This design comes from an exercise in tuning for small area, a short achievable clock period and few clock cycles per item on the open sky130 flow, not from production work. In this exercise RTL edits were held to simulation tests only and were not proved equivalent to the original.

==> design/flow/design.v <==
module aes_sbox (
    input  wire [7:0] a,
    output wire [7:0] y
);
    wire t0, t1, t2, t3, t4, t5, t6, t7, t8, t9, t10, t11, t12, t13, t14, t15, t16, t17, t18, t19, t20, t21, t22, t23, t24, t25, t26, t27, t28, t29, t30, M1, M2, M3, M4, M5, M6, M7, M8, M9, M10, M11, M12, M13, M14, M15, M16, M17, M18, M19, M20, M21, M22, M23, M46, M47, M48, M49, M50, M51, M52, M53, M54, M55, M56, M57, M58, M59, M60, M61, M62, M63, b0, b1, b2, b3, b4, b5, b6, b7, b8, b9, b10, b11, b12, b13, b14, b15, b16, b17, b18, b19, b20, b21, b22, b23, b24, b25, b26, b27, b28, b29, b30, b31, b32, b33, b34, b35, b36, M37, M38, M39, M40, M41, M42, M43, M44, M45;
    sx2 g0 (.a(a[1]), .b(a[3]), .y(t0));
    sx2 g1 (.a(a[5]), .b(a[6]), .y(t1));
    sx2 g2 (.a(a[2]), .b(a[7]), .y(t2));
    sx2 g3 (.a(a[0]), .b(t1), .y(t3));
    sx2 g4 (.a(a[4]), .b(a[7]), .y(t4));
    sx2 g5 (.a(t0), .b(t4), .y(t5));
    sx2 g6 (.a(a[6]), .b(t0), .y(t6));
    sx2 g7 (.a(a[5]), .b(t2), .y(t7));
    sx2 g8 (.a(a[2]), .b(a[4]), .y(t8));
    sx2 g9 (.a(a[2]), .b(a[5]), .y(t9));
    sx2 g10 (.a(a[1]), .b(a[4]), .y(t10));
    sx2 g11 (.a(a[1]), .b(a[7]), .y(t11));
    sx2 g12 (.a(a[0]), .b(a[2]), .y(t12));
    sx2 g13 (.a(t2), .b(t10), .y(t13));
    sx2 g14 (.a(a[4]), .b(t2), .y(t14));
    sx2 g15 (.a(a[1]), .b(t2), .y(t15));
    sx2 g16 (.a(t1), .b(t8), .y(t16));
    sx2 g17 (.a(t0), .b(t9), .y(t17));
    sx2 g18 (.a(a[3]), .b(t7), .y(t18));
    sx2 g19 (.a(a[0]), .b(t5), .y(t19));
    sx2 g20 (.a(a[4]), .b(t7), .y(t20));
    sx2 g21 (.a(t1), .b(t5), .y(t21));
    sx2 g22 (.a(t3), .b(t15), .y(t22));
    sx2 g23 (.a(t6), .b(t14), .y(t23));
    sx2 g24 (.a(t0), .b(t7), .y(t24));
    sx2 g25 (.a(a[2]), .b(t6), .y(t25));
    sx2 g26 (.a(t0), .b(t16), .y(t26));
    sx2 g27 (.a(t6), .b(t12), .y(t27));
    sx2 g28 (.a(a[7]), .b(t3), .y(t28));
    sx2 g29 (.a(a[1]), .b(t3), .y(t29));
    sx2 g30 (.a(a[4]), .b(t3), .y(t30));
    snand2 g31 (.a(t13), .b(t5), .y(M1));
    snand2 g32 (.a(t22), .b(t19), .y(M2));
    sxn2 g33 (.a(t23), .b(M1), .y(M3));
    snand2 g34 (.a(t30), .b(a[0]), .y(M4));
    sx2 g35 (.a(M4), .b(M1), .y(M5));
    snand2 g36 (.a(t11), .b(t17), .y(M6));
    snand2 g37 (.a(t29), .b(t3), .y(M7));
    sxn2 g38 (.a(t18), .b(M6), .y(M8));
    snand2 g39 (.a(t28), .b(t27), .y(M9));
    sx2 g40 (.a(M9), .b(M6), .y(M10));
    snand2 g41 (.a(t4), .b(t25), .y(M11));
    snand2 g42 (.a(t8), .b(t20), .y(M12));
    sx2 g43 (.a(M12), .b(M11), .y(M13));
    snand2 g44 (.a(t2), .b(t21), .y(M14));
    sx2 g45 (.a(M14), .b(M11), .y(M15));
    sxn2 g46 (.a(M3), .b(M2), .y(M16));
    sx2 g47 (.a(M5), .b(t26), .y(M17));
    sxn2 g48 (.a(M8), .b(M7), .y(M18));
    sx2 g49 (.a(M10), .b(M15), .y(M19));
    sx2 g50 (.a(M16), .b(M13), .y(M20));
    sx2 g51 (.a(M17), .b(M15), .y(M21));
    sx2 g52 (.a(M18), .b(M13), .y(M22));
    sx2 g53 (.a(M19), .b(t24), .y(M23));
    gf16_inv_0000_000000000 u_inv (.d({M23, M22, M21, M20}), .m({M45, M44, M43, M42, M41, M40, M39, M38, M37}));
    snand2 g54 (.a(M44), .b(t5), .y(M46));
    snand2 g55 (.a(M40), .b(t19), .y(M47));
    snand2 g56 (.a(M39), .b(a[0]), .y(M48));
    snand2 g57 (.a(M43), .b(t17), .y(M49));
    snand2 g58 (.a(M38), .b(t3), .y(M50));
    snand2 g59 (.a(M37), .b(t27), .y(M51));
    snand2 g60 (.a(M42), .b(t25), .y(M52));
    snand2 g61 (.a(M45), .b(t20), .y(M53));
    snand2 g62 (.a(M41), .b(t21), .y(M54));
    snand2 g63 (.a(M44), .b(t13), .y(M55));
    snand2 g64 (.a(M40), .b(t22), .y(M56));
    snand2 g65 (.a(M39), .b(t30), .y(M57));
    snand2 g66 (.a(M43), .b(t11), .y(M58));
    snand2 g67 (.a(M38), .b(t29), .y(M59));
    snand2 g68 (.a(M37), .b(t28), .y(M60));
    snand2 g69 (.a(M42), .b(t4), .y(M61));
    snand2 g70 (.a(M45), .b(t8), .y(M62));
    snand2 g71 (.a(M41), .b(t2), .y(M63));
    sx2 g72 (.a(M56), .b(M61), .y(b0));
    sxn2 g73 (.a(M62), .b(b0), .y(b1));
    sx2 g74 (.a(M46), .b(M49), .y(b2));
    sx2 g75 (.a(M54), .b(M58), .y(b3));
    sx2 g76 (.a(M50), .b(M53), .y(b4));
    sx2 g77 (.a(M48), .b(M60), .y(b5));
    sx2 g78 (.a(M51), .b(M59), .y(b6));
    sx2 g79 (.a(M47), .b(M50), .y(b7));
    sxn2 g80 (.a(M55), .b(b7), .y(b8));
    sx2 g81 (.a(M46), .b(M52), .y(b9));
    sxn2 g82 (.a(M61), .b(b6), .y(b10));
    sxn2 g83 (.a(M62), .b(b10), .y(b11));
    sx2 g84 (.a(b3), .b(b5), .y(b12));
    sxn2 g85 (.a(M55), .b(b1), .y(b13));
    sx2 g86 (.a(M48), .b(M51), .y(b14));
    sx2 g87 (.a(M61), .b(M63), .y(b15));
    sx2 g88 (.a(M48), .b(M58), .y(b16));
    sx2 g89 (.a(M49), .b(M52), .y(b17));
    sxn2 g90 (.a(M57), .b(b2), .y(b18));
    sx2 g91 (.a(M47), .b(M53), .y(b19));
    sx2 g92 (.a(b2), .b(b8), .y(b20));
    sx2 g93 (.a(b8), .b(b14), .y(b21));
    sx2 g94 (.a(b9), .b(b15), .y(b22));
    sx2 g95 (.a(b2), .b(b16), .y(b23));
    sxn2 g96 (.a(b12), .b(b22), .y(b24));
    sxn2 g97 (.a(b11), .b(b23), .y(b25));
    sx2 g98 (.a(b1), .b(b21), .y(b26));
    sx2 g99 (.a(b4), .b(b17), .y(b27));
    sx2 g100 (.a(b1), .b(b12), .y(b28));
    sx2 g101 (.a(b4), .b(b11), .y(b29));
    sx2 g102 (.a(b9), .b(b19), .y(b30));
    sx2 g103 (.a(b1), .b(b20), .y(b31));
    sx2 g104 (.a(b4), .b(b18), .y(b32));
    sxn2 g105 (.a(b13), .b(b30), .y(b33));
    sx2 g106 (.a(b28), .b(b32), .y(b34));
    sxn2 g107 (.a(b3), .b(b29), .y(b35));
    sx2 g108 (.a(b13), .b(b27), .y(b36));
    assign y[7] = b36;
    assign y[6] = b33;
    assign y[5] = b24;
    assign y[4] = b31;
    assign y[3] = b26;
    assign y[2] = b34;
    assign y[1] = b35;
    assign y[0] = b25;
endmodule
module sx2 (input wire a, input wire b, output wire y);
    assign y = a ^ b;
endmodule
module sxn2 (input wire a, input wire b, output wire y);
    assign y = ~(a ^ b);
endmodule
module snand2 (input wire a, input wire b, output wire y);
    assign y = ~(a & b);
endmodule
module snor2 (input wire a, input wire b, output wire y);
    assign y = ~(a | b);
endmodule
module skx (input wire a, input wire g, input wire s, output wire y);
    assign y = a ^ (g & s);
endmodule
module gf16_inv_0000_000000000 (
    input  wire [3:0] d,
    output wire [8:0] m
);
    assign m[0] = (d[0] & d[1]) | (d[1] & ~d[3]) | (d[0] & ~d[2] & d[3]) | (d[0] & d[2] & ~d[3]);
    assign m[1] = (d[1] & d[2]) | (~d[0] & d[1]) | (d[0] & d[2] & d[3]) | (d[0] & ~d[1] & ~d[2] & ~d[3]);
    assign m[2] = (~d[1] & d[3]) | (d[2] & d[3]) | (~d[0] & d[1] & d[2]) | (d[0] & ~d[1] & d[2]);
    assign m[3] = (~d[2] & d[3]) | (d[0] & d[3]) | (d[0] & d[1] & d[2]) | (~d[0] & ~d[1] & d[2] & ~d[3]);
    assign m[4] = (~d[0] & d[1] & ~d[3]) | (~d[1] & ~d[2] & d[3]) | (~d[0] & d[1] & d[2]) | (d[0] & ~d[1] & ~d[2]) | (d[0] & ~d[2] & d[3]) | (~d[0] & d[2] & ~d[3]);
    assign m[5] = (d[0] & d[1] & ~d[2]) | (~d[1] & d[2] & d[3]) | (~d[0] & ~d[1] & d[3]) | (d[0] & d[1] & ~d[3]) | (d[1] & ~d[2] & ~d[3]) | (~d[0] & d[2] & d[3]);
    assign m[6] = (d[0] & ~d[1]) | (d[0] & ~d[2]) | (~d[0] & d[1] & d[3]);
    assign m[7] = (~d[0] & d[2]) | (d[2] & ~d[3]) | (d[1] & ~d[2] & d[3]);
    assign m[8] = (~d[1] & d[2] & d[3]) | (d[0] & d[1] & ~d[3]) | (d[0] & ~d[1] & ~d[2]) | (~d[0] & d[2] & ~d[3]);
endmodule
module gf16_inv_0000_111110011 (
    input  wire [3:0] d,
    output wire [8:0] m
);
    assign m[0] = (~d[0] & ~d[1]) | (~d[0] & d[3]) | (~d[1] & ~d[2] & ~d[3]) | (~d[1] & d[2] & d[3]);
    assign m[1] = (~d[0] & ~d[1]) | (d[0] & d[1] & ~d[2]) | (~d[1] & ~d[2] & d[3]) | (~d[1] & d[2] & ~d[3]);
    assign m[2] = (d[1] & ~d[2]) | (~d[2] & ~d[3]) | (~d[0] & ~d[1] & ~d[3]) | (d[0] & d[1] & ~d[3]);
    assign m[3] = (~d[2] & ~d[3]) | (~d[0] & d[1] & ~d[3]) | (~d[0] & d[2] & d[3]) | (d[0] & ~d[1] & ~d[3]);
    assign m[4] = (d[0] & d[2]) | (~d[1] & d[2] & d[3]) | (d[0] & d[1] & ~d[3]) | (~d[0] & d[1] & ~d[2] & d[3]) | (~d[0] & ~d[1] & ~d[2] & ~d[3]);
    assign m[5] = (d[0] & d[1] & ~d[2]) | (~d[1] & d[2] & d[3]) | (~d[0] & ~d[1] & d[3]) | (d[0] & d[1] & ~d[3]) | (d[1] & ~d[2] & ~d[3]) | (~d[0] & d[2] & d[3]);
    assign m[6] = (d[0] & ~d[1]) | (d[0] & ~d[2]) | (~d[0] & d[1] & d[3]);
    assign m[7] = (~d[2] & ~d[3]) | (~d[1] & ~d[2]) | (d[0] & d[2] & d[3]);
    assign m[8] = (d[1] & d[3]) | (~d[0] & ~d[2]) | (d[0] & ~d[1] & d[2] & ~d[3]);
endmodule
module aes_inv_sbox (
    input  wire [7:0] a,
    output wire [7:0] y
);
    wire t0, t1, t2, t3, t4, t5, t6, t7, t8, t9, t10, t11, t12, t13, t14, t15, t16, t17, t18, t19, t20, t21, t22, t23, t24, t25, t26, t27, t28, t29, M1, M2, M3, M4, M5, M6, M7, M8, M9, M10, M11, M12, M13, M14, M15, M16, M17, M18, M19, M20, M21, M22, M23, M46, M47, M48, M49, M50, M51, M52, M53, M54, M55, M56, M57, M58, M59, M60, M61, M62, M63, b0, b1, b2, b3, b4, b5, b6, b7, b8, b9, b10, b11, b12, b13, b14, b15, b16, b17, b18, b19, b20, b21, b22, b23, b24, b25, b26, b27, b28, b29, b30, b31, b32, b33, b34, b35, b36, b37, b38, b39, M37, M38, M39, M40, M41, M42, M43, M44, M45;
    sx2 g0 (.a(a[4]), .b(a[6]), .y(t0));
    sx2 g1 (.a(a[0]), .b(a[1]), .y(t1));
    sx2 g2 (.a(a[3]), .b(a[4]), .y(t2));
    sx2 g3 (.a(a[3]), .b(a[6]), .y(t3));
    sx2 g4 (.a(a[2]), .b(a[7]), .y(t4));
    sx2 g5 (.a(t0), .b(t1), .y(t5));
    sx2 g6 (.a(a[6]), .b(a[7]), .y(t6));
    sx2 g7 (.a(a[7]), .b(t0), .y(t7));
    sx2 g8 (.a(t1), .b(t3), .y(t8));
    sx2 g9 (.a(a[0]), .b(a[7]), .y(t9));
    sx2 g10 (.a(a[1]), .b(a[2]), .y(t10));
    sx2 g11 (.a(a[0]), .b(a[5]), .y(t11));
    sx2 g12 (.a(a[0]), .b(a[3]), .y(t12));
    sx2 g13 (.a(a[1]), .b(a[5]), .y(t13));
    sx2 g14 (.a(a[2]), .b(a[5]), .y(t14));
    sxn2 g15 (.a(a[4]), .b(a[7]), .y(t15));
    sx2 g16 (.a(a[5]), .b(t4), .y(t16));
    sx2 g17 (.a(t1), .b(t2), .y(t17));
    sx2 g18 (.a(t1), .b(t6), .y(t18));
    sxn2 g19 (.a(t3), .b(t9), .y(t19));
    sx2 g20 (.a(t2), .b(t10), .y(t20));
    sx2 g21 (.a(a[5]), .b(t2), .y(t21));
    sx2 g22 (.a(a[0]), .b(t2), .y(t22));
    sx2 g23 (.a(t0), .b(t11), .y(t23));
    sxn2 g24 (.a(t3), .b(t13), .y(t24));
    sxn2 g25 (.a(t0), .b(t14), .y(t25));
    sxn2 g26 (.a(t4), .b(t5), .y(t26));
    sx2 g27 (.a(t4), .b(t8), .y(t27));
    sxn2 g28 (.a(a[5]), .b(t5), .y(t28));
    sx2 g29 (.a(a[3]), .b(t7), .y(t29));
    snor2 g30 (.a(t18), .b(t25), .y(M1));
    snor2 g31 (.a(t15), .b(t7), .y(M2));
    sxn2 g32 (.a(t27), .b(M1), .y(M3));
    snor2 g33 (.a(t5), .b(t16), .y(M4));
    sx2 g34 (.a(M4), .b(M1), .y(M5));
    snand2 g35 (.a(t17), .b(t24), .y(M6));
    snor2 g36 (.a(t0), .b(t22), .y(M7));
    sx2 g37 (.a(t23), .b(M6), .y(M8));
    snor2 g38 (.a(t8), .b(t28), .y(M9));
    sxn2 g39 (.a(M9), .b(M6), .y(M10));
    snand2 g40 (.a(t2), .b(t26), .y(M11));
    snor2 g41 (.a(t29), .b(t20), .y(M12));
    sxn2 g42 (.a(M12), .b(M11), .y(M13));
    snor2 g43 (.a(t6), .b(t19), .y(M14));
    sxn2 g44 (.a(M14), .b(M11), .y(M15));
    sx2 g45 (.a(M3), .b(M2), .y(M16));
    sxn2 g46 (.a(M5), .b(t12), .y(M17));
    sx2 g47 (.a(M8), .b(M7), .y(M18));
    sx2 g48 (.a(M10), .b(M15), .y(M19));
    sx2 g49 (.a(M16), .b(M13), .y(M20));
    sx2 g50 (.a(M17), .b(M15), .y(M21));
    sx2 g51 (.a(M18), .b(M13), .y(M22));
    sxn2 g52 (.a(M19), .b(t21), .y(M23));
    gf16_inv_0000_111110011 u_inv (.d({M23, M22, M21, M20}), .m({M45, M44, M43, M42, M41, M40, M39, M38, M37}));
    snor2 g53 (.a(M44), .b(t25), .y(M46));
    snor2 g54 (.a(M40), .b(t7), .y(M47));
    snor2 g55 (.a(M39), .b(t16), .y(M48));
    snand2 g56 (.a(M43), .b(t24), .y(M49));
    snor2 g57 (.a(M38), .b(t22), .y(M50));
    snor2 g58 (.a(M37), .b(t28), .y(M51));
    snand2 g59 (.a(M42), .b(t26), .y(M52));
    snor2 g60 (.a(M45), .b(t20), .y(M53));
    snor2 g61 (.a(M41), .b(t19), .y(M54));
    snor2 g62 (.a(M44), .b(t18), .y(M55));
    snor2 g63 (.a(M40), .b(t15), .y(M56));
    snor2 g64 (.a(M39), .b(t5), .y(M57));
    snand2 g65 (.a(M43), .b(t17), .y(M58));
    snor2 g66 (.a(M38), .b(t0), .y(M59));
    snor2 g67 (.a(M37), .b(t8), .y(M60));
    snand2 g68 (.a(M42), .b(t2), .y(M61));
    snor2 g69 (.a(M45), .b(t29), .y(M62));
    snor2 g70 (.a(M41), .b(t6), .y(M63));
    sx2 g71 (.a(M52), .b(M61), .y(b0));
    sx2 g72 (.a(M50), .b(b0), .y(b1));
    sxn2 g73 (.a(M54), .b(M58), .y(b2));
    sx2 g74 (.a(M62), .b(b2), .y(b3));
    sx2 g75 (.a(M59), .b(b1), .y(b4));
    sx2 g76 (.a(M48), .b(M56), .y(b5));
    sx2 g77 (.a(M47), .b(M60), .y(b6));
    sx2 g78 (.a(b5), .b(b6), .y(b7));
    sx2 g79 (.a(M57), .b(M63), .y(b8));
    sx2 g80 (.a(M46), .b(M51), .y(b9));
    sxn2 g81 (.a(M49), .b(b7), .y(b10));
    sx2 g82 (.a(M51), .b(M59), .y(b11));
    sx2 g83 (.a(M48), .b(M59), .y(b12));
    sx2 g84 (.a(M55), .b(M63), .y(b13));
    sx2 g85 (.a(M49), .b(M58), .y(b14));
    sxn2 g86 (.a(M58), .b(b5), .y(b15));
    sxn2 g87 (.a(M49), .b(b11), .y(b16));
    sxn2 g88 (.a(M55), .b(M61), .y(b17));
    sx2 g89 (.a(M46), .b(b12), .y(b18));
    sx2 g90 (.a(b8), .b(b15), .y(b19));
    sx2 g91 (.a(M47), .b(b9), .y(b20));
    sx2 g92 (.a(M53), .b(b14), .y(b21));
    sx2 g93 (.a(b0), .b(b16), .y(b22));
    sx2 g94 (.a(b0), .b(b18), .y(b23));
    sx2 g95 (.a(M53), .b(b9), .y(b24));
    sx2 g96 (.a(M54), .b(b13), .y(b25));
    sx2 g97 (.a(b8), .b(b17), .y(b26));
    sx2 g98 (.a(M57), .b(b3), .y(b27));
    sx2 g99 (.a(b10), .b(b25), .y(b28));
    sx2 g100 (.a(M62), .b(b21), .y(b29));
    sx2 g101 (.a(b1), .b(b10), .y(b30));
    sx2 g102 (.a(b19), .b(b24), .y(b31));
    sx2 g103 (.a(b3), .b(b22), .y(b32));
    sx2 g104 (.a(b3), .b(b20), .y(b33));
    sx2 g105 (.a(b3), .b(b23), .y(b34));
    sx2 g106 (.a(b4), .b(b28), .y(b35));
    sx2 g107 (.a(b4), .b(b31), .y(b36));
    sx2 g108 (.a(b4), .b(b33), .y(b37));
    sx2 g109 (.a(b4), .b(b29), .y(b38));
    sx2 g110 (.a(b27), .b(b30), .y(b39));
    assign y[7] = b32;
    assign y[6] = b35;
    assign y[5] = b39;
    assign y[4] = b34;
    assign y[3] = b36;
    assign y[2] = b37;
    assign y[1] = b38;
    assign y[0] = b26;
endmodule
module aes_inv_mixcol (
    input  wire [31:0] c,
    output wire [31:0] y
);
    wire m0, m1, m2, m3, m4, m5, m6, m7, m8, m9, m10, m11, m12, m13, m14, m15, m16, m17, m18, m19, m20, m21, m22, m23, m24, m25, m26, m27, m28, m29, m30, m31, m32, m33, m34, m35, m36, m37, m38, m39, m40, m41, m42, m43, m44, m45, m46, m47, m48, m49, m50, m51, m52, m53, m54, m55, m56, m57, m58, m59, m60, m61, m62, m63, m64, m65, m66, m67, m68, m69, m70, m71, m72, m73, m74, m75, m76, m77, m78, m79, m80, m81, m82, m83, m84, m85, m86, m87, m88, m89, m90, m91, m92, m93, m94, m95, m96, m97, m98, m99, m100, m101, m102, m103, m104, m105, m106, m107, m108, m109, m110, m111, m112, m113, m114, m115, m116, m117, m118, m119, m120, m121, m122, m123, m124, m125, m126, m127, m128, m129, m130, m131, m132, m133, m134, m135, m136, m137, m138, m139, m140, m141, m142, m143, m144, m145, m146, m147, m148, m149, m150, m151, m152, m153, m154, m155, m156, m157, m158, m159, m160, m161, m162, m163, m164, m165, m166, m167, m168, m169, m170, m171, m172, m173, m174, m175;
    sx2 x0 (.a(c[5]), .b(c[21]), .y(m0));
    sx2 x1 (.a(c[13]), .b(c[29]), .y(m1));
    sx2 x2 (.a(c[6]), .b(c[22]), .y(m2));
    sx2 x3 (.a(c[14]), .b(c[30]), .y(m3));
    sx2 x4 (.a(m0), .b(m1), .y(m4));
    sx2 x5 (.a(c[15]), .b(c[31]), .y(m5));
    sx2 x6 (.a(c[23]), .b(c[27]), .y(m6));
    sx2 x7 (.a(c[7]), .b(c[11]), .y(m7));
    sx2 x8 (.a(c[18]), .b(m3), .y(m8));
    sx2 x9 (.a(c[26]), .b(m2), .y(m9));
    sx2 x10 (.a(c[8]), .b(m4), .y(m10));
    sx2 x11 (.a(c[4]), .b(c[20]), .y(m11));
    sx2 x12 (.a(c[0]), .b(c[16]), .y(m12));
    sx2 x13 (.a(c[1]), .b(c[17]), .y(m13));
    sx2 x14 (.a(c[3]), .b(c[19]), .y(m14));
    sx2 x15 (.a(c[9]), .b(c[25]), .y(m15));
    sx2 x16 (.a(c[12]), .b(c[28]), .y(m16));
    sx2 x17 (.a(c[2]), .b(c[10]), .y(m17));
    sx2 x18 (.a(m6), .b(m7), .y(m18));
    sx2 x19 (.a(m5), .b(m14), .y(m19));
    sx2 x20 (.a(m8), .b(m9), .y(m20));
    sx2 x21 (.a(c[23]), .b(c[24]), .y(m21));
    sx2 x22 (.a(c[24]), .b(m12), .y(m22));
    sx2 x23 (.a(m4), .b(m15), .y(m23));
    sx2 x24 (.a(c[15]), .b(m13), .y(m24));
    sx2 x25 (.a(m11), .b(m16), .y(m25));
    sx2 x26 (.a(m18), .b(m19), .y(m26));
    sx2 x27 (.a(m17), .b(m20), .y(m27));
    sx2 x28 (.a(m10), .b(m22), .y(m28));
    sx2 x29 (.a(c[7]), .b(c[31]), .y(m29));
    sx2 x30 (.a(c[3]), .b(c[31]), .y(m30));
    sx2 x31 (.a(c[7]), .b(c[15]), .y(m31));
    sx2 x32 (.a(m2), .b(m21), .y(m32));
    sx2 x33 (.a(c[31]), .b(m3), .y(m33));
    sx2 x34 (.a(m13), .b(m30), .y(m34));
    sx2 x35 (.a(c[19]), .b(m24), .y(m35));
    sx2 x36 (.a(c[23]), .b(m25), .y(m36));
    sx2 x37 (.a(c[7]), .b(c[8]), .y(m37));
    sx2 x38 (.a(m3), .b(m11), .y(m38));
    sx2 x39 (.a(c[10]), .b(m11), .y(m39));
    sx2 x40 (.a(m14), .b(m15), .y(m40));
    sx2 x41 (.a(m2), .b(m29), .y(m41));
    sx2 x42 (.a(c[2]), .b(m16), .y(m42));
    sx2 x43 (.a(m2), .b(m16), .y(m43));
    sx2 x44 (.a(m3), .b(m31), .y(m44));
    sx2 x45 (.a(m5), .b(m12), .y(m45));
    sx2 x46 (.a(m0), .b(m5), .y(m46));
    sx2 x47 (.a(c[17]), .b(m17), .y(m47));
    sx2 x48 (.a(m0), .b(m18), .y(m48));
    sx2 x49 (.a(m8), .b(m42), .y(m49));
    sx2 x50 (.a(m1), .b(m19), .y(m50));
    sx2 x51 (.a(m7), .b(m34), .y(m51));
    sx2 x52 (.a(m9), .b(m39), .y(m52));
    sx2 x53 (.a(m23), .b(m52), .y(m53));
    sx2 x54 (.a(m23), .b(m49), .y(m54));
    sx2 x55 (.a(c[5]), .b(c[12]), .y(m55));
    sx2 x56 (.a(c[14]), .b(c[21]), .y(m56));
    sx2 x57 (.a(c[13]), .b(c[28]), .y(m57));
    sx2 x58 (.a(c[6]), .b(c[30]), .y(m58));
    sx2 x59 (.a(c[6]), .b(c[21]), .y(m59));
    sx2 x60 (.a(c[1]), .b(c[9]), .y(m60));
    sx2 x61 (.a(c[12]), .b(c[29]), .y(m61));
    sx2 x62 (.a(c[21]), .b(c[28]), .y(m62));
    sx2 x63 (.a(c[15]), .b(c[26]), .y(m63));
    sx2 x64 (.a(c[5]), .b(c[29]), .y(m64));
    sx2 x65 (.a(c[10]), .b(c[25]), .y(m65));
    sx2 x66 (.a(c[7]), .b(c[14]), .y(m66));
    sx2 x67 (.a(c[22]), .b(c[30]), .y(m67));
    sx2 x68 (.a(c[13]), .b(c[30]), .y(m68));
    sx2 x69 (.a(c[16]), .b(c[24]), .y(m69));
    sx2 x70 (.a(c[10]), .b(c[18]), .y(m70));
    sx2 x71 (.a(c[0]), .b(c[25]), .y(m71));
    sx2 x72 (.a(c[6]), .b(c[14]), .y(m72));
    sx2 x73 (.a(c[0]), .b(c[15]), .y(m73));
    sx2 x74 (.a(c[2]), .b(c[11]), .y(m74));
    sx2 x75 (.a(c[1]), .b(c[16]), .y(m75));
    sx2 x76 (.a(c[0]), .b(c[17]), .y(m76));
    sx2 x77 (.a(c[9]), .b(c[16]), .y(m77));
    sx2 x78 (.a(c[27]), .b(m2), .y(m78));
    sx2 x79 (.a(m21), .b(m37), .y(m79));
    sx2 x80 (.a(c[22]), .b(m66), .y(m80));
    sx2 x81 (.a(c[12]), .b(m6), .y(m81));
    sx2 x82 (.a(c[25]), .b(m37), .y(m82));
    sx2 x83 (.a(m1), .b(m67), .y(m83));
    sx2 x84 (.a(c[20]), .b(m6), .y(m84));
    sx2 x85 (.a(c[20]), .b(m55), .y(m85));
    sx2 x86 (.a(m6), .b(m17), .y(m86));
    sx2 x87 (.a(m1), .b(m29), .y(m87));
    sx2 x88 (.a(c[4]), .b(m62), .y(m88));
    sx2 x89 (.a(c[2]), .b(m60), .y(m89));
    sx2 x90 (.a(c[23]), .b(m12), .y(m90));
    sx2 x91 (.a(c[20]), .b(m57), .y(m91));
    sx2 x92 (.a(c[13]), .b(m59), .y(m92));
    sx2 x93 (.a(c[4]), .b(m61), .y(m93));
    sx2 x94 (.a(c[22]), .b(m64), .y(m94));
    sx2 x95 (.a(c[29]), .b(m56), .y(m95));
    sx2 x96 (.a(m13), .b(m71), .y(m96));
    sx2 x97 (.a(c[5]), .b(m68), .y(m97));
    sx2 x98 (.a(c[9]), .b(m3), .y(m98));
    sx2 x99 (.a(m15), .b(m75), .y(m99));
    sx2 x100 (.a(m21), .b(m76), .y(m100));
    sx2 x101 (.a(c[4]), .b(m7), .y(m101));
    sx2 x102 (.a(m7), .b(m63), .y(m102));
    sx2 x103 (.a(m6), .b(m74), .y(m103));
    sx2 x104 (.a(c[1]), .b(m65), .y(m104));
    sx2 x105 (.a(m8), .b(m102), .y(m105));
    sx2 x106 (.a(m8), .b(m47), .y(m106));
    sx2 x107 (.a(m79), .b(m89), .y(m107));
    sx2 x108 (.a(m33), .b(m40), .y(m108));
    sx2 x109 (.a(m38), .b(m94), .y(m109));
    sx2 x110 (.a(m32), .b(m73), .y(m110));
    sx2 x111 (.a(m41), .b(m69), .y(m111));
    sx2 x112 (.a(m4), .b(m24), .y(m112));
    sx2 x113 (.a(m4), .b(m22), .y(m113));
    sx2 x114 (.a(m9), .b(m45), .y(m114));
    sx2 x115 (.a(m33), .b(m90), .y(m115));
    sx2 x116 (.a(m31), .b(m83), .y(m116));
    sx2 x117 (.a(m47), .b(m98), .y(m117));
    sx2 x118 (.a(m70), .b(m78), .y(m118));
    sx2 x119 (.a(m38), .b(m92), .y(m119));
    sx2 x120 (.a(m33), .b(m100), .y(m120));
    sx2 x121 (.a(m41), .b(m96), .y(m121));
    sx2 x122 (.a(m32), .b(m82), .y(m122));
    sx2 x123 (.a(m43), .b(m95), .y(m123));
    sx2 x124 (.a(m46), .b(m80), .y(m124));
    sx2 x125 (.a(m43), .b(m97), .y(m125));
    sx2 x126 (.a(m32), .b(m77), .y(m126));
    sx2 x127 (.a(m46), .b(m58), .y(m127));
    sx2 x128 (.a(m72), .b(m87), .y(m128));
    sx2 x129 (.a(m45), .b(m104), .y(m129));
    sx2 x130 (.a(m44), .b(m99), .y(m130));
    sx2 x131 (.a(m34), .b(m84), .y(m131));
    sx2 x132 (.a(m9), .b(m103), .y(m132));
    sx2 x133 (.a(m23), .b(m120), .y(m133));
    sx2 x134 (.a(m36), .b(m127), .y(m134));
    sx2 x135 (.a(m114), .b(m117), .y(m135));
    sx2 x136 (.a(m36), .b(m128), .y(m136));
    sx2 x137 (.a(m35), .b(m81), .y(m137));
    sx2 x138 (.a(m26), .b(m109), .y(m138));
    sx2 x139 (.a(m25), .b(m124), .y(m139));
    sx2 x140 (.a(m20), .b(m129), .y(m140));
    sx2 x141 (.a(m50), .b(m85), .y(m141));
    sx2 x142 (.a(m10), .b(m121), .y(m142));
    sx2 x143 (.a(m35), .b(m132), .y(m143));
    sx2 x144 (.a(m48), .b(m93), .y(m144));
    sx2 x145 (.a(m10), .b(m110), .y(m145));
    sx2 x146 (.a(m86), .b(m108), .y(m146));
    sx2 x147 (.a(m10), .b(m111), .y(m147));
    sx2 x148 (.a(c[28]), .b(m51), .y(m148));
    sx2 x149 (.a(m50), .b(m88), .y(m149));
    sx2 x150 (.a(m10), .b(m130), .y(m150));
    sx2 x151 (.a(m112), .b(m126), .y(m151));
    sx2 x152 (.a(m40), .b(m105), .y(m152));
    sx2 x153 (.a(m20), .b(m107), .y(m153));
    sx2 x154 (.a(m51), .b(m118), .y(m154));
    sx2 x155 (.a(m26), .b(m119), .y(m155));
    sx2 x156 (.a(m36), .b(m116), .y(m156));
    sx2 x157 (.a(m26), .b(m125), .y(m157));
    sx2 x158 (.a(m35), .b(m101), .y(m158));
    sx2 x159 (.a(m48), .b(m91), .y(m159));
    sx2 x160 (.a(m106), .b(m122), .y(m160));
    sx2 x161 (.a(m10), .b(m115), .y(m161));
    sx2 x162 (.a(m44), .b(m113), .y(m162));
    sx2 x163 (.a(m26), .b(m123), .y(m163));
    sx2 x164 (.a(m28), .b(m152), .y(m164));
    sx2 x165 (.a(m28), .b(m154), .y(m165));
    sx2 x166 (.a(m27), .b(m149), .y(m166));
    sx2 x167 (.a(m53), .b(m148), .y(m167));
    sx2 x168 (.a(m53), .b(m137), .y(m168));
    sx2 x169 (.a(m27), .b(m141), .y(m169));
    sx2 x170 (.a(m27), .b(m159), .y(m170));
    sx2 x171 (.a(m27), .b(m144), .y(m171));
    sx2 x172 (.a(m28), .b(m143), .y(m172));
    sx2 x173 (.a(m54), .b(m158), .y(m173));
    sx2 x174 (.a(m54), .b(m131), .y(m174));
    sx2 x175 (.a(m28), .b(m146), .y(m175));
    assign y[0] = m147;
    assign y[1] = m133;
    assign y[2] = m140;
    assign y[3] = m172;
    assign y[4] = m174;
    assign y[5] = m166;
    assign y[6] = m138;
    assign y[7] = m134;
    assign y[8] = m162;
    assign y[9] = m142;
    assign y[10] = m153;
    assign y[11] = m175;
    assign y[12] = m167;
    assign y[13] = m171;
    assign y[14] = m157;
    assign y[15] = m136;
    assign y[16] = m145;
    assign y[17] = m150;
    assign y[18] = m135;
    assign y[19] = m165;
    assign y[20] = m173;
    assign y[21] = m169;
    assign y[22] = m155;
    assign y[23] = m139;
    assign y[24] = m161;
    assign y[25] = m151;
    assign y[26] = m160;
    assign y[27] = m164;
    assign y[28] = m168;
    assign y[29] = m170;
    assign y[30] = m163;
    assign y[31] = m156;
endmodule
module kw_unwrap (
    input  wire         clk,
    input  wire         rst,       
    input  wire         start,     
    input  wire [127:0] kek,       
    input  wire [191:0] wrapped,   
    output wire         busy,
    output wire         done,      
    output wire         ok,        
    output wire [127:0] key        
);
    localparam [63:0] KW_IV = 64'hA6A6A6A6A6A6A6A6;
    reg         busy_r;
    reg         done_r;
    reg         kexp;     
    reg         first;    
    reg         step12;   
    reg [3:0]   rnd;      
    reg [3:0]   t;        
    reg [127:0] st;       
    reg [63:0]  ro;       
    reg [127:0] rk;       
    reg [127:0] kl;       
    wire accept = start && !busy_r;
    genvar gb, gc, gr;
    wire last   = !kexp && (rnd == 4'd0);
    assign busy = busy_r;
    assign done = done_r;
    assign ok   = (st[127:64] == KW_IV);
    assign key  = {st[63:0], ro};
    wire [31:0]  w0 = rk[127:96];
    wire [31:0]  w1 = rk[95:64];
    wire [31:0]  w2 = rk[63:32];
    wire [31:0]  w3 = rk[31:0];
    wire [31:0]  v3 = w3 ^ w2;    
    wire [31:0]  v2 = w2 ^ w1;
    wire [31:0]  v1 = w1 ^ w0;
    wire [31:0]  rot = {v3[23:0], v3[31:24]};
    wire [31:0]  sw_out;
    generate
        for (gb = 0; gb < 4; gb = gb + 1) begin : g_sbox
            aes_sbox u_sbox (.a(rot[8*gb +: 8]), .y(sw_out[8*gb +: 8]));
        end
    endgenerate
    wire [9:0]   rd = {rnd == 4'd9, rnd == 4'd8, rnd == 4'd7, rnd == 4'd6, rnd == 4'd5,
                       rnd == 4'd4, rnd == 4'd3, rnd == 4'd2, rnd == 4'd1, rnd == 4'd0};
    wire [7:0]   rcon = {rd[7], rd[6], rd[5] | rd[9], rd[4] | rd[8] | rd[9],
                         rd[3] | rd[8], rd[2] | rd[9], rd[1] | rd[8] | rd[9], rd[0] | rd[8]};
    wire [31:0]  temp = sw_out ^ {rcon, 24'h000000};
    wire [31:0]  n0 = w0 ^ temp;
    wire         fin = kexp && (rnd == 4'd9);    
    wire [31:0]  n2 = v2 ^ n0;
    wire [127:0] key_step = {n0, v1 ^ (temp & {32{kexp}}), v2 ^ (n0 & {32{kexp}}),
                             v3 ^ (n2 & {32{fin}})};
    wire [127:0] key_prev = {n0, v1, v2, v3};
    wire [127:0] blk = (step12 ? {kl[127:64] ^ 64'd12, kl[63:0]}
                               : {st[127:64] ^ {60'd0, t}, ro}) ^ rk;
    wire [127:0] imc;
    generate
        for (gc = 0; gc < 4; gc = gc + 1) begin : g_imc
            aes_inv_mixcol u_imc (.c(st[32*gc +: 32]), .y(imc[32*gc +: 32]));
        end
    endgenerate
    wire [127:0] x = first ? blk : imc;
    wire [127:0] isr;
    generate
        for (gc = 0; gc < 4; gc = gc + 1) begin : g_col
            for (gr = 0; gr < 4; gr = gr + 1) begin : g_row
                assign isr[127 - 8*(gr + 4*((gc + gr) % 4)) -: 8] =
                       x[127 - 8*(gr + 4*gc) -: 8];
            end
        end
    endgenerate
    wire [127:0] isb;
    generate
        for (gb = 0; gb < 16; gb = gb + 1) begin : g_isbox
            aes_inv_sbox u_isbox (.a(isr[8*gb +: 8]), .y(isb[8*gb +: 8]));
        end
    endgenerate
    wire [127:0] ark = isb ^ key_prev;
    always @(posedge clk) begin
        if (rst) begin
            busy_r <= 1'b0;
            done_r <= 1'b0;
            kexp   <= 1'b0;
            first  <= 1'b0;
            step12 <= 1'b0;
        end else begin
            done_r <= 1'b0;
            if (accept) begin
                busy_r <= 1'b1;
                kexp   <= 1'b1;
                first  <= 1'b0;
                step12 <= 1'b1;
                rnd    <= 4'd0;
                t      <= 4'd12;
            end else if (busy_r) begin
                if (kexp) begin
                    if (rnd == 4'd9) begin
                        kexp  <= 1'b0;
                        first <= 1'b1;
                    end else begin
                        rnd <= rnd + 4'd1;
                    end
                end else begin
                    first <= (rnd == 4'd0) && (t != 4'd1);
                    if (rnd == 4'd0) begin
                        rnd    <= 4'd9;
                        t      <= t - 4'd1;
                        step12 <= 1'b0;
                        if (t == 4'd1) begin
                            busy_r <= 1'b0;
                            done_r <= 1'b1;
                        end
                    end else begin
                        rnd <= rnd - 4'd1;
                    end
                end
            end
        end
    end
    always @(posedge clk) begin
        if (accept)
            rk <= {kek[127:32], kek[63:32] ^ kek[31:0]};
        else if (last)
            rk <= kl;
        else
            rk <= key_step;
    end
    always @(posedge clk) begin
        if (accept)
            kl <= {wrapped[191:128], wrapped[63:0]};
        else if (first && step12)
            kl <= rk;
    end
    always @(posedge clk) begin
        st <= ark;
        if (accept)
            ro <= wrapped[127:64];
        else if (first && !step12)
            ro <= st[63:0];
    end
endmodule
==> design/flow/flow/run.sh <==
#!/bin/bash
# The standard layout (the standard.sh: ORFS synthesis to finish), with
# these changes in how it is made:
#  - the port buffers that global placement inserts on every input and
#    output are the smallest buffer (buf_1) instead of clkdlybuf4s50_1;
#  - clock tree synthesis inserts no dummy loads;
#  - after floorplanning, the flip-flops of the round state (st) get a
#    stronger drive (same cell type, dfxtp_1 -> dfxtp_4): they drive the
#    InvMixColumns network at the start of the critical loop.
# ORFS writes each step's full log under orfs/logs/; make's output goes to
# flow_*.log and the resizing step's to upsize.log, all in this folder.
set -euo pipefail
export BUFFER_PORTS_ARGS="-buffer_cell sky130_fd_sc_hd__buf_1"
export CTS_ARGS="-sink_clustering_enable -repair_clock_nets -dont_use_dummy_load"
bash standard.sh floorplan > flow_floorplan.log 2>&1
odb=orfs/results/$FLOW_PLATFORM/kw_unwrap/base/2_floorplan.odb
ODB=$odb openroad -no_init -exit flow/upsize.tcl > upsize.log 2>&1
bash standard.sh finish > flow_finish.log 2>&1
==> design/flow/flow/upsize.tcl <==
# Give the state flip-flops st[*] the 4x drive version of their cell.
read_db $::env(ODB)
set db [ord::get_db]
set block [[$db getChip] getBlock]
set n 0
foreach inst [$block getInsts] {
  set name [$inst getName]
  set m [[$inst getMaster] getName]
  if {[string first "st\\\[" $name] == 0 && $m eq "sky130_fd_sc_hd__dfxtp_1"} {
    $inst swapMaster [$db findMaster sky130_fd_sc_hd__dfxtp_4]
    incr n
  }
}
puts "resized $n flip-flops"
write_db $::env(ODB)
==> design/flow/standard.sh <==
#!/bin/bash
# synth_recipe.tcl (not shown) runs the flow's synth.tcl, then flattens the netlist and writes it again
# the make line also repeats each setting of config.mk as NAME=value (left out here)
make -C /OpenROAD-flow-scripts/flow DESIGN_CONFIG=/design/flow/config.mk WORK_HOME=/design/flow/orfs CLKGATE_MAP_FILE= SYNTH_SCRIPT=/design/flow/synth_recipe.tcl "${@:-finish}"
==> design/flow/config.mk <==
export PLATFORM = sky130hd
export DESIGN_NAME = kw_unwrap
export DESIGN_NICKNAME = kw_unwrap
export VERILOG_FILES = /design/flow/design.v
export SDC_FILE = /design/flow/constraint.sdc
export NUM_CORES = 8
export LEC_CHECK = 0
export CAP_MARGIN = 20
export CORE_MARGIN = 2
export CORE_UTILIZATION = 24
export PLACE_DENSITY = 0.5
export SETUP_SLACK_MARGIN = 1.65
export SLEW_MARGIN = 20
export SYNTH_HIERARCHICAL = 1
==> design/flow/constraint.sdc <==
create_clock -name core_clock -period 8.0 [get_ports {clk}]
set_input_delay 1.6000 -clock core_clock [delete_from_list [all_inputs] [get_ports {clk}]]
set_output_delay 1.6000 -clock core_clock [all_outputs]
set_load 0.01 [all_outputs]
==> results.sh, run 1 <==
export IMPL_status="timing/DRC/antenna clean"
export IMPL_critPathMaxFanout=8
export IMPL_drive_gt1_frac=0.177
export IMPL_cts_clk_slew_worst_paths_ns=0.06
export IMPL_cts_max_level=3
export IMPL_ys_warnings_count=7
export IMPL_syn_to_final_growth_pct=19.5
export IMPL_hold_violations=0
export IMPL_first_global_vias=44501
export IMPL_setup_tns_final_ns=0
export IMPL_synth_top_cell_area_share=0.334
export IMPL_end_kind="flip-flop"
export IMPL_preCtsSetupSlack_ns=0.276
export IMPL_syn_area_per_cell_um2=8.30
export IMPL_grt_use_met1=0.268
export IMPL_grt_max_degree=128
export IMPL_grt_overflow=0
export IMPL_grt_usage=0.199
export IMPL_whs_ns=0.534
export IMPL_grt_busiest_layer="met2"
export IMPL_synthTopCellsByArea="xor2_1 (33%), xnor2_1 (12%), edfxtp_1 (11%)"
export IMPL_fillCellCount=24250
export IMPL_fp_row_count=175
export IMPL_antenna_found_initial=24
export IMPL_viasPerCell=4.65
export IMPL_yosysTopAreaCell="xor2_1"
export IMPL_synth_area_um2=55200
export IMPL_cts_root_buf="clkbuf_16"
export IMPL_worstHoldPathType="flip-flop to flip-flop"
export IMPL_drc_errors=0
export IMPL_drt_iter0_drc=3744
export IMPL_rsz0062_at_grt="yes"
export IMPL_postRouteAntennaNets=0
export IMPL_met2_usage=0.321
export IMPL_placeableCoreArea_um2=228000
export IMPL_wl_per_cell_um=24.8
export IMPL_vias=46221
export IMPL_tightestPinTransition_ns=1.13
export IMPL_dieArea_um2=234000
export IMPL_syn_num_nets=6976
export IMPL_fmax_mhz=157
export IMPL_met3_usage=0.0318
export IMPL_dp_cells=9713
export IMPL_layout_min_cycle_time_ns=6.37
export IMPL_hold_buffers=0
export IMPL_final_cell_mix="xor2_1 (1777), nand2_1 (952), xnor2_1 (659), nor2_1 (495), buf_1 (453)"
export IMPL_synth_distinct_cells=71
export IMPL_fin_area_um2=65900
export IMPL_crit_type="flip-flop to flip-flop"
export IMPL_grt_pass1_wl_um=337000
export IMPL_period_share=0.796
export IMPL_final_core_util=0.289
export IMPL_drt_first_pass_iters=5
export IMPL_cts_sinks=461
export IMPL_netlist_instances=6646
export IMPL_wirelength_um=246000
export IMPL_clk_path_buf_depth=3
export IMPL_die_width_um=483
export IMPL_cts_buffers=66
export IMPL_final_nets=7249
export IMPL_synthArstFlopShare=0
export IMPL_io_pins=454
export IMPL_ys_seq_elements=461
export IMPL_yosysSeqAreaShare=0.204
export IMPL_cp_start_kind="flip-flop"
export IMPL_maxCapViolCount=0
export IMPL_critPathRequiredTime_ns=8.57
export IMPL_clkLatencyLatePin_ns=0.72
export IMPL_max_slew_margin_rel=0.241
export IMPL_tritoncts="built"
export IMPL_clock_skew_ns=0.0810
export IMPL_reg2reg_slack_ns=1.63
export IMPL_dp_hpwl_um=201000
export IMPL_die_h_um=483
export IMPL_slew_violations=0
export IMPL_instances_no_fill=9930
export IMPL_final_common_cell="xor2_1"
export IMPL_synth_edff_count=200
export IMPL_worst_slack_ns=1.63
export IMPL_cp_arrival_ns=6.94
export IMPL_globalplace_congestion=0.960
export IMPL_placed_area_um2=58800
export IMPL_io_buffers=453
export IMPL_initial_utilization=0.242
export IMPL_setup_viol=0
export IMPL_ys_flop_type="dfxtp_1"
[worst max-delay path, stage by stage (launching register included)]
cell and delay (ns):
dfxtp_4 0.46, xor2_1 0.16, buf_4 0.20, xor2_4 0.30, xor2_1 0.22, xor2_1 0.30
buf_4 0.18, xor2_1 0.29, mux2_4 0.28, xor2_1 0.16, buf_4 0.19, xor2_2 0.25
xnor2_1 0.20, nand2_1 0.14, xnor2_1 0.29, xor2_1 0.26, xnor2_2 0.19, buf_4 0.22
a21oi_1 0.05, o21a_1 0.20, nor2_1 0.22, xor2_1 0.27, xor2_1 0.28, xnor2_2 0.18
xor2_1 0.20, xor2_1 0.32, xnor2_2 0.20
[synthesized netlist by cell type, types with 37 or more instances]
cell and count:
xor2_1 2103, clkbuf_1 105, nor2b_1 40, a21oi_1 239, o21ai_0 67, nand2_1 954
buf_4 424, o21ai_1 37, mux2i_1 131, inv_1 40, nor2_1 505, nand3b_1 38
edfxtp_1 200, mux2_2 126, dfxtp_1 261, nand2b_1 57, xnor2_1 759
[logic make-up (layout without fill, tap and decap cells)]
group,after synthesis,after routing,synth area share
AND/OR/NAND/NOR,1744,1744,0.134
buffers and inverters,627,897,0.0731
multiplexers,257,257,0.0495
adder cells (fa/ha/maj),7,7,0.00159
XOR/XNOR,2867,2868,0.456
AO/OA/AOI/OAI,683,683,0.0812
other,0,4,0
flip-flops,461,461,0.204
[cell type report]
cell class,instances,area [µm²],share of cell area
Multi-Input combinational cell,5559,44200,0.671
Sequential cell,461,11700,0.178
Timing Repair Buffer,791,4400,0.0668
Tap cell,3009,3760,0.0571
Clock buffer,66,1650,0.0251
Inverter,40,161,0.00245
Antenna cell,4,10.0,0.000152
[routing by layer]
layer,share of wire,wire (µm)
met4,0.040,9940
met3,0.063,15600
met2,0.46,112000
met5,0.00055,135
met1,0.44,108000
[timing repair]
item,CTS,global route
resized for setup,194,376
setup endpoints to repair,196,168
cloned,0,1
pin swaps,29,106
setup buffers,52,94
[registers in the layout (all words and copies together), names as in the netlist]
signal,count
busy_r,1
step12,1
first,1
rk,128
kexp,1
rnd,4
ro,64
done_r,1
kl,128
t,4
st,128
[per-module statistics from Yosys, one instance, submodules excluded]
module / copies in the design / cells / cell area, µm²
snor2: 336 / 1 / 3.75
snand2: 204 / 1 / 3.75
gf16_inv_0000_111110011: 16 / 36 / 235
sx2: 2048 / 1 / 8.76
aes_inv_mixcol: 4 / 32 / 240
aes_inv_sbox: 16 / 8 / 60.1
gf16_inv_0000_000000000: 4 / 37 / 233
kw_unwrap: 1 / 2718 / 25500
aes_sbox: 4 / 8 / 60.1
sxn2: 328 / 1 / 8.76
[final timing paths]
path	from	to	depth (start not counted)
setup / recovery	st[126]	st[85]	26
setup reg to reg	st[126]	st[85]	26
hold / removal	kl[25]	rk[25]	2
hold reg to reg	kl[25]	rk[25]	2
Testbench counts, summed over its fixed seeds: cycles 67,072, items 512.
==> inputs of run 2 (changes only) <==
--- a/design/flow/flow/run.sh
+++ b/design/flow/flow/run.sh
@@ -4,6 +4,7 @@
 #  - the port buffers that global placement inserts on every input and
 #    output are the smallest buffer (buf_1) instead of clkdlybuf4s50_1;
 #  - clock tree synthesis inserts no dummy loads;
+#  - timing repair only resizes and swaps cells (no new buffers);
 #  - after floorplanning, the flip-flops of the round state (st) get a
 #    stronger drive (same cell type, dfxtp_1 -> dfxtp_4): they drive the
 #    InvMixColumns network at the start of the critical loop.
@@ -12,6 +13,7 @@
 set -euo pipefail
 export BUFFER_PORTS_ARGS="-buffer_cell sky130_fd_sc_hd__buf_1"
 export CTS_ARGS="-sink_clustering_enable -repair_clock_nets -dont_use_dummy_load"
+export SETUP_MOVE_SEQUENCE="unbuffer,sizeup,swap,vt_swap"
 bash standard.sh floorplan > flow_floorplan.log 2>&1
 odb=orfs/results/$FLOW_PLATFORM/kw_unwrap/base/2_floorplan.odb
 ODB=$odb openroad -no_init -exit flow/upsize.tcl > upsize.log 2>&1
--- a/design/flow/config.mk
+++ b/design/flow/config.mk
@@ -8,7 +8,6 @@
 export CAP_MARGIN = 20
 export CORE_MARGIN = 2
 export CORE_UTILIZATION = 24
-export PLACE_DENSITY = 0.5
 export SETUP_SLACK_MARGIN = 1.65
 export SLEW_MARGIN = 20
 export SYNTH_HIERARCHICAL = 1
==> run 2 against run 1 <==
Effect of this change: sequential share of layout area increased by 0.070 points; global-route usage decreased by 0.22 points; cell count decreased by 1.4%; first-iteration DRC count decreased by 3.7%; hold slack improved by 0.0088 ns; non-clock buffer count decreased by 134; clock skew increased by 0.0083 ns; design area decreased by 0.32%; register-to-register slack improved by 0.13 ns; largest cell class unchanged; sequential cell count unchanged.
==> results.sh, run 2 <==
export IMPL_status="timing/DRC/antenna clean"
export IMPL_first_global_vias=45202
export IMPL_grt_pass1_wl_um=336000
export IMPL_met3_usage=0.0266
export IMPL_synth_edff_count=200
export IMPL_cts_clk_slew_worst_paths_ns=0.06
export IMPL_clkLatencyLatePin_ns=0.72
export IMPL_synth_distinct_cells=71
export IMPL_yosysTopAreaCell="xor2_1"
export IMPL_grt_usage=0.197
export IMPL_ys_seq_elements=461
export IMPL_cp_arrival_ns=6.72
export IMPL_tightestPinTransition_ns=1.17
export IMPL_cts_root_buf="clkbuf_16"
export IMPL_grt_overflow=0
export IMPL_hold_buffers=0
export IMPL_netlist_instances=6646
export IMPL_fmax_mhz=160
export IMPL_drt_iter0_drc=3605
export IMPL_final_common_cell="xor2_1"
export IMPL_fp_row_count=175
export IMPL_synth_most_common_cell="xor2_1"
export IMPL_final_cell_mix="xor2_1 (1766), nand2_1 (944), xnor2_1 (640), nor2_1 (485), buf_1 (453)"
export IMPL_die_width_um=483
export IMPL_ys_flop_type="dfxtp_1"
export IMPL_globalplace_congestion=0.983
export IMPL_multi_input_area_um2=45200
export IMPL_critPathMaxFanout=11
export IMPL_period_share=0.780
export IMPL_cts_sinks=461
export IMPL_crit_type="flip-flop to flip-flop"
export IMPL_syn_to_final_growth_pct=19.1
export IMPL_rsz0062_at_grt="yes"
export IMPL_critPathRequiredTime_ns=8.48
export IMPL_grt_use_met1=0.254
export IMPL_end_kind="flip-flop"
export IMPL_vias=45798
export IMPL_wirelength_um=242000
export IMPL_cts_buffers=58
export IMPL_wl_per_cell_um=24.8
export IMPL_tritoncts="built"
export IMPL_synth_top_cell_area_share=0.334
export IMPL_placeableCoreArea_um2=228000
export IMPL_clock_skew_ns=0.0892
export IMPL_drive_gt1_frac=0.168
export IMPL_placed_area_um2=58900
export IMPL_met2_usage=0.316
export IMPL_synthTopCellsByArea="xor2_1 (33%), xnor2_1 (12%), edfxtp_1 (11%)"
export IMPL_final_nets=7106
export IMPL_slew_violations=0
export IMPL_cts_max_level=2
export IMPL_drt_first_pass_iters=6
export IMPL_fillCellCount=24179
export IMPL_fin_area_um2=65700
export IMPL_viasPerCell=4.68
export IMPL_yosysSeqAreaShare=0.204
export IMPL_cp_start_kind="flip-flop"
export IMPL_seqCellArea_um2=11700
export IMPL_grt_busiest_layer="met2"
export IMPL_maxCapViolCount=0
export IMPL_post_cts_setup_buffers=0
export IMPL_synthArstFlopShare=0
export IMPL_hold_violations=0
export IMPL_reg_top3="kl: 128 flops, rk: 128 flops, st: 128 flops"
export IMPL_whs_ns=0.543
export IMPL_max_slew_margin_rel=0.215
export IMPL_worstHoldPathType="flip-flop to flip-flop"
export IMPL_antenna_found_initial=26
export IMPL_synth_common_cells="xor2_1 (2103), nand2_1 (954), xnor2_1 (759)"
export IMPL_io_pins=454
export IMPL_io_buffers=453
export IMPL_die_h_um=483
export IMPL_grt_max_degree=113
export IMPL_synth_area_um2=55200
export IMPL_postRouteAntennaNets=0
export IMPL_setup_viol=0
export IMPL_drc_errors=0
export IMPL_syn_area_per_cell_um2=8.30
export IMPL_initial_utilization=0.242
export IMPL_clk_path_buf_depth=3
export IMPL_layout_min_cycle_time_ns=6.24
export IMPL_syn_num_nets=6976
export IMPL_dp_hpwl_um=201000
export IMPL_setup_tns_final_ns=0
export IMPL_dieArea_um2=234000
export IMPL_ys_warnings_count=7
==> run 2: cell counts after synthesis <==
No cell type changed its count.
==> run 2: worst max-delay path, stage by stage, from the launching register on <==
cell and delay, ns:
dfxtp_4 0.43, xor2_1 0.18, buf_4 0.21, xor2_1 0.16, buf_4 0.20, xor2_4 0.29, xor2_4 0.29, xor2_1 0.34
mux2_4 0.32, xor2_1 0.20, xnor2_1 0.21, nand2_2 0.14, xor2_1 0.18, xor2_1 0.27, xor2_2 0.53, nand3b_1 0.22
a21oi_2 0.09, a211oi_4 0.29, nand2_2 0.14, xor2_4 0.30, xor2_4 0.26, xor2_4 0.28, xor2_2 0.28, xnor2_4 0.17
==> run 2: modules after synthesis, one instance, submodules excluded <==
module | cells inside | flops+latches
snor2 | 1 | 0
kw_unwrap | 2718 | 461
gf16_inv_0000_111110011 | 36 | 0
sx2 | 1 | 0
aes_inv_sbox | 8 | 0
sxn2 | 1 | 0
gf16_inv_0000_000000000 | 37 | 0
aes_sbox | 8 | 0
snand2 | 1 | 0
aes_inv_mixcol | 32 | 0
==> run 2: stage by stage <==
step | instances | setup WS (ns) | utilization
after CTS | 9783 | 1.50 | 0.274
final | 9787 | 1.76 | 0.288
after global placement | 9725 | 0.349 | 0.258
after global routing | 9784 | 1.49 | 0.288
after detailed placement | 9725 | 0.215 | 0.258
after floorplan | 6646 | 1.73 | -
==> run 2: cells by family after synthesis <==
| logic type | Yosys count | synth area share |
|---|---|---|
| compound gates | 683 | 0.0812 |
| fa+ha+maj | 7 | 0.00159 |
| xor+xnor | 2867 | 0.456 |
| simple gates | 1744 | 0.134 |
| buf+inv | 627 | 0.0731 |
| flops | 461 | 0.204 |
| mux | 257 | 0.0495 |
==> run 2: timing repair <==
item | CTS | global route
setup endpoints to repair | 199 | 172
pin swaps | 38 | 167
hold endpoints to repair | 0 | 0
gates resized for setup | 267 | 444
==> run 2: worst paths after layout <==
kind                              start  endpoint  slack, ns  cells after the start
worst max register to register  st[126]    st[46]       1.76                     23
worst min register to register   kl[25]    rk[25]       0.54                      2
worst max-delay path            st[126]    st[46]       1.76                     23
worst min-delay path             kl[25]    rk[25]       0.54                      2
==> run 2: routing by layer <==
| layer | up-vias | part of all wire |
|---|---|---|
| li1 | 21136 | - |
| met1 | 22531 | 0.42 |
| met2 | 1688 | 0.45 |
| met3 | 429 | 0.058 |
| met4 | 14 | 0.069 |
| met5 | - | 0.00037 |
==> run 2: area by class of cell <==
class / instances / share of cell area
tap: 3009 / 0.0573
sequential: 461 / 0.179
clock buffer: 58 / 0.0221
timing repair buffer: 657 / 0.0512
antenna: 4 / 0.000152
inverter: 40 / 0.00234
multi-input combinational: 5558 / 0.688
==> inputs of run 3 (changes only) <==
--- a/design/flow/config.mk
+++ b/design/flow/config.mk
@@ -8,6 +8,6 @@
 export CAP_MARGIN = 20
 export CORE_MARGIN = 2
 export CORE_UTILIZATION = 24
-export SETUP_SLACK_MARGIN = 1.65
+export SETUP_SLACK_MARGIN = 2.0
 export SLEW_MARGIN = 20
 export SYNTH_HIERARCHICAL = 1
==> run 3 against run 2 <==
Effect of this change: clock-buffer cell count is 3 higher; via count is 1.4% higher; maximum frequency is 1.8% higher; non-clock buffer count is 24 lower; critical path depth is 2 lower; synthesized cell count stayed put; synthesized area stayed put.
==> results.sh, run 3 <==
export IMPL_dieArea_um2=234000
export IMPL_viasPerCell=4.75
export IMPL_synth_area_um2=55200
export IMPL_cts_clk_slew_worst_paths_ns=0.06
export IMPL_io_buffers=453
export IMPL_grt_pass1_wl_um=338000
export IMPL_cp_arrival_ns=6.57
export IMPL_end_kind="flip-flop"
export IMPL_met2_usage=0.318
export IMPL_synth_edff_count=200
export IMPL_cp_start_kind="flip-flop"
export IMPL_cts_root_buf="clkbuf_16"
export IMPL_period_share=0.766
export IMPL_drive_gt1_frac=0.240
export IMPL_maxCapViolCount=0
export IMPL_syn_to_final_growth_pct=28.1
export IMPL_hold_start="kl[25]"
export IMPL_fmax_mhz=163
export IMPL_whs_path_depth=2
export IMPL_synthArstFlopShare=0
export IMPL_rsz0062_at_grt="yes"
export IMPL_setup_tns_final_ns=0
export IMPL_ys_flop_type="dfxtp_1"
export IMPL_die_h_um=483
export IMPL_io_pins=454
export IMPL_crit_type="flip-flop to flip-flop"
export IMPL_vias=46431
export IMPL_grt_max_degree=138
export IMPL_grt_overflow=0
export IMPL_met3_usage=0.0382
export IMPL_critPathRequiredTime_ns=8.45
export IMPL_netlist_instances=6646
export IMPL_synth_common_cells="xor2_1 (2103), nand2_1 (954), xnor2_1 (759)"
export IMPL_r2r_end="st[38]"
export IMPL_instances_no_fill=9769
export IMPL_clk_path_buf_depth=3
export IMPL_cts_sinks=461
export IMPL_placed_area_um2=58800
export IMPL_drc_errors=0
export IMPL_final_common_cell="xor2_1"
export IMPL_cts_buffers=61
export IMPL_post_cts_setup_buffers=0
export IMPL_rr_worst_depth=21
export IMPL_yosysSeqAreaShare=0.204
export IMPL_placeableCoreArea_um2=228000
export IMPL_drt_iter0_drc=4112
export IMPL_fin_area_um2=70700
export IMPL_hold_buffers=0
export IMPL_critPathMaxFanout=32
export IMPL_hold_violations=0
export IMPL_reg2reg_slack_ns=1.87
export IMPL_reg_top3="kl: 128 flops, rk: 128 flops, st: 128 flops"
export IMPL_reg2reg_from="step12"
export IMPL_holdPathEnd="rk[25]"
export IMPL_grt_use_met1=0.250
export IMPL_final_nets=7085
export IMPL_worstHoldPathType="flip-flop to flip-flop"
export IMPL_synth_top_cell_area_share=0.334
export IMPL_syn_num_nets=6976
export IMPL_tightestPinTransition_ns=1.20
export IMPL_syn_area_per_cell_um2=8.30
export IMPL_clkLatencyLatePin_ns=0.73
export IMPL_layout_min_cycle_time_ns=6.13
export IMPL_dp_cells=9701
export IMPL_slew_violations=0
export IMPL_final_cell_mix="xor2_1 (1539), nand2_1 (892), xnor2_1 (573), buf_1 (453), nor2_1 (433)"
export IMPL_synth_distinct_cells=71
export IMPL_grt_usage=0.198
export IMPL_synth_most_common_cell="xor2_1"
export IMPL_clock_skew_ns=0.136
export IMPL_first_global_vias=45768
export IMPL_status="timing/DRC/antenna clean"
export IMPL_yosysTopAreaCell="xor2_1"
export IMPL_dp_hpwl_um=199000
export IMPL_synthTopCellsByArea="xor2_1 (33%), xnor2_1 (12%), edfxtp_1 (11%)"
export IMPL_setup_viol=0
export IMPL_tritoncts="built"
export IMPL_ys_seq_elements=461
export IMPL_die_width_um=483
export IMPL_grt_busiest_layer="met2"
export IMPL_drt_first_pass_iters=8
export IMPL_max_slew_margin_rel=0.193
export IMPL_initial_utilization=0.242
export IMPL_antenna_found_initial=38
export IMPL_globalplace_congestion=0.977
export IMPL_wl_per_cell_um=25.1
export IMPL_postRouteAntennaNets=0
export IMPL_wirelength_um=245000
export IMPL_ys_warnings_count=7
export IMPL_final_core_util=0.310
export IMPL_cts_max_level=2
export IMPL_fp_row_count=175
run 3: stage by stage:
stage	hold slack, ns	setup WS (ns)
global placement	0.482	0.640
CTS	0.510	1.89
global route	0.547	1.63
floorplan	0.464	2.00
finish	0.504	1.87
detailed placement	0.499	0.470
run 3: worst max-delay path: stages (launching register included):
cell	delay, ns
dfxtp_4	0.97
buf_12	0.31
mux2i_4	0.33
xnor2_4	0.15
mux2_4	0.34
xor2_2	0.16
buf_6	0.20
xor2_4	0.24
xnor2_2	0.16
nand2_2	0.15
xnor2_4	0.17
xor2_2	0.19
xnor2_4	0.42
nand2b_4	0.27
a21oi_2	0.07
a211oi_2	0.23
nand2_2	0.16
xor2_4	0.30
xor2_4	0.27
xor2_4	0.32
xor2_2	0.24
xnor2_2	0.12
run 3: cell type report:
class,count,area (µm²)
fillers,23498,157000
diodes,7,17.5
flip-flops and latches,461,11800
repair buffers,633,3320
inverters,40,170
well taps,3009,3760
clock buffers,61,1530
multi-input cells,5558,50100
run 3: what timing repair did:
item / 4_1_cts / 5_1_grt
pin swaps: 197 / 414
resized for setup: 688 / 798
endpoints found under the setup margin: 241 / 172
run 3: Yosys stat by module, one instance, submodules excluded:
module / area, µm² / copies in the design / flops+latches
aes_inv_mixcol: 240 / 4 / 0
aes_inv_sbox: 60.1 / 16 / 0
snand2: 3.75 / 204 / 0
gf16_inv_0000_000000000: 233 / 4 / 0
sxn2: 8.76 / 328 / 0
gf16_inv_0000_111110011: 235 / 16 / 0
snor2: 3.75 / 336 / 0
sx2: 8.76 / 2048 / 0
aes_sbox: 60.1 / 4 / 0
kw_unwrap: 25500 / 1 / 461
run 3: worst max-delay path by stage:
stage	from	endpoint	depth (start not counted)
floorplan	st[21]	st[26]	24
global placement	st[14]	st[38]	21
detailed placement	rk[43]	rk[22]	20
CTS	step12	st[114]	22
global route	st[94]	st[49]	23
finish	step12	st[38]	21
run 3: metal layers:
metal  vias up  share of wire
li1      20921              -
met1     23108           0.41
met2      1858           0.45
met3       506          0.074
met4        38          0.065
met5         -        0.00094
run 3: cells by family (layout without fill, tap and decap cells):
logic type      Yosys count  in the layout  share of synthesized area
xor+xnor               2867           2867                      0.456
simple gates           1744           1744                      0.134
compound gates          683            683                     0.0812
buf+inv                 627            734                     0.0731
flops                   461            461                      0.204
mux                     257            257                     0.0495
fa+ha+maj                 7              7                    0.00159
other cells               0              7                          0

-- what the ideal ports hide --
In the flow no input, the clock included, has a driving cell. The finished layouts below were timed again as built, in two steps. Step 1, drivers: a clkbuf_16 drives clk and a buf_2 each remaining input, both assumed. Step 2 also shifts input and output timing later by t, the mid clock arrival at the registers, as if the neighbouring blocks saw the same clock. a / b / c = ideal ports / drivers / drivers and shift; a / b = the first two.
run	t, ns	setup slack, ns	worst hold slack (ns)	worst setup path at the end	clock arrival spread, ns
run 1	0.756	1.634 / 1.634 / 1.634	0.534 / 0.534 / 0.534	register to register	0.081 / 0.081
run 2	0.753	1.761 / 1.761 / 1.761	0.543 / 0.543 / 0.543	register to register	0.095 / 0.094
run 3	0.720	1.874 / 1.874 / 1.874	0.504 / 0.504 / 0.504	register to register	0.136 / 0.136
After both steps setup and hold are still met in every run listed.
